What follows belongs to an exercise in optimizing a design on an open flow for small area and a short achievable clock period; a production flow would make more cautious choices. Only simulation tests tie the RTL to the original design; equivalence was not proved. Power figures rest on the tool's default switching activity, not on a simulated workload.

Setup of trial 13:
==> flow/design.v (excerpt) <==
module frame_phase (
    input  wire        clk,
    input  wire        rst_n,         
    input  wire        cmd_valid,
    input  wire [2:0]  cmd_op,
    input  wire [2:0]  cmd_frame,
    input  wire [63:0] cmd_tick,      
    input  wire [63:0] cmd_data,
    output reg         r_valid,
    output reg  [47:0] r_acc,
    output wire [47:0] r_phase
);
    localparam OP_QUERY     = 3'd0;
    localparam OP_SET_FREQ  = 3'd1;
    localparam OP_SHIFT     = 3'd2;
    localparam OP_SET_PHASE = 3'd3;
    localparam OP_PAULI     = 3'd4;
    localparam OP_WR_PHASE  = 3'd5;
    localparam OP_WR_ANCHOR = 3'd6;
    localparam OP_WR_CTRL   = 3'd7;
    wire acc_cmd = rst_n & cmd_valid;
    reg  [7:0]  s0_sel;      
    reg         s0_q, s0_clr, s0_sh, s0_sp, s0_pauli, s0_wp, s0_ctrl;
    reg  [47:0] s0_tick;     
    reg  [31:0] s0_data;
    always @(posedge clk) begin
        s0_sel   <= 8'd1 << cmd_frame;
        s0_q     <= acc_cmd & (cmd_op == OP_QUERY);
        s0_clr   <= acc_cmd & (cmd_op == OP_SET_FREQ) & cmd_data[48];
  ...
Size: roughly 6600 cells after synthesis, about 230 I/O pins.
Settings: LEC_CHECK=0, ABC_AREA=1, CAP_MARGIN=20, CORE_MARGIN=2, CORE_UTILIZATION=60, CTS_BUF_LIST=sky130_fd_sc_hd__clkbuf_16, CTS_CLUSTER_DIAMETER=80, CTS_CLUSTER_SIZE=25, SLEW_MARGIN=20; clock period 18.0 ns.
standard.sh (not shown) runs the stock make flow with config.mk's settings and CLKGATE_MAP_FILE= SYNTH_SCRIPT=/design/flow/synth_recipe.tcl, a recipe that flattens the netlist after the stock synthesis.
==> flow/flow/run.sh <==
#!/bin/bash
set -euo pipefail
bash standard.sh SETUP_SLACK_MARGIN=13.3 "BUFFER_PORTS_ARGS=-buffer_cell sky130_fd_sc_hd__buf_2" finish > flow_make.log 2>&1
Trial 13 went all the way through the flow, and no timing, DRC or antenna check failed.
What trial 10 does differently from trial 13 at the input level:
==> flow/flow/run.sh <==
#!/bin/bash
set -euo pipefail
bash standard.sh SETUP_SLACK_MARGIN=13.1 "BUFFER_PORTS_ARGS=-buffer_cell sky130_fd_sc_hd__buf_2" finish > flow_make.log 2>&1
[summary]
Looking at number of buffers inserted by post-CTS setup repair, trial 10 sits below trial 13.
In trial 10, final design instance area without fill is lower than in trial 13.
Trial 13 ended up with r_ph_hi[0] as its start point of the critical path; trial 10 ended up with s1_one[1].
From trial 13 to trial 10 the numbers moved as follows: number of iterations in the first detailed-routing pass saw a decrease, routability-driven placement congestion ratio went down 2.0%, total power decreased by about 0.5% relative to the old numbers, total via count in the routed design now sits lower, utilization of the core after routing dropped 1.7 points.
Multi-input combinational area share (higher): trial 10
Diff trial 13 -> trial 10: first-pass GRT wire length saw a decrease, clock share of power increased 0.4 points, non-clock buffer count decreased by 78 relative to the old numbers.

========
Another version of the RTL of frame_phase (not shown whole).
For scale: ~1500 flip-flops, roughly 0.079 mm² of cells after synthesis.
Settings: LEC_CHECK=0, ABC_AREA=1, CAP_MARGIN=20, CORE_MARGIN=2, CORE_UTILIZATION=60, CTS_BUF_LIST=sky130_fd_sc_hd__clkbuf_16, CTS_CLUSTER_DIAMETER=80, CTS_CLUSTER_SIZE=25, SLEW_MARGIN=20; clock period 18.0 ns.
==> flow/flow/run.sh <==
#!/bin/bash
set -euo pipefail
bash standard.sh SETUP_SLACK_MARGIN=13.1 "BUFFER_PORTS_ARGS=-buffer_cell sky130_fd_sc_hd__buf_2" finish > flow_make.log 2>&1
Rerun with:
==> flow/flow/run.sh (replaced) <==
#!/bin/bash
set -euo pipefail
bash standard.sh SETUP_SLACK_MARGIN=13 "BUFFER_PORTS_ARGS=-buffer_cell sky130_fd_sc_hd__buf_2" finish > flow_make.log 2>&1
Synthesized area is unchanged.
Power rose by 1.5%.
Sequential power is about the same.
First-iteration DRC count is lower by 2.7%.
Register-to-register slack is worse by 100 ps.
Routed wire length goes down by 0.89%.
Final cell count barely changes.

## separate check: timing with driven ports
How much do the figures lean on ideal ports? The routed layouts below were timed once more, with nothing changed but the port constraints. Step 1 (the two cells are an assumption about what drives the block):
set clk [get_ports {clk}]
set_driving_cell -lib_cell sky130_fd_sc_hd__clkbuf_16 $clk
set_driving_cell -lib_cell sky130_fd_sc_hd__buf_2 [delete_from_list [all_inputs] $clk]
Step 2, shift: input delay + t, output delay - t, t = (earliest + latest rising clock arrival at the registers) / 2. This alone moves slack from input paths to output paths. a / b / c = no drivers / after step 1 / after step 2; a / b = the first two.
run | t, ns | slack for setup (ns) | hold WS [ns] | latest minus earliest clock arrival (ns) | worst data-port slew with drivers (ns)
trial 13 | 0.801 | 13.155 / 13.074 / 12.514 | 0.327 / 0.327 / 0.327 | 0.071 / 0.072 | 0.10
trial 10 | 0.813 | 13.077 / 13.054 / 12.444 | 0.329 / 0.329 / 0.329 | 0.052 / 0.052 | 0.09
the first run of note 2 | 0.807 | 13.101 / 13.048 / 12.438 | 0.331 / 0.331 / 0.331 | 0.031 / 0.031 | 0.13
the second run of note 2 | 0.818 | 12.963 / 12.973 / 12.201 | 0.332 / 0.332 / 0.332 | 0.045 / 0.045 | 0.13
After both steps setup and hold are still met in every run listed. The setup slack of the second run of note 2, which loses most, moves by +0.010 ns with the drivers and by -0.762 ns with both steps.
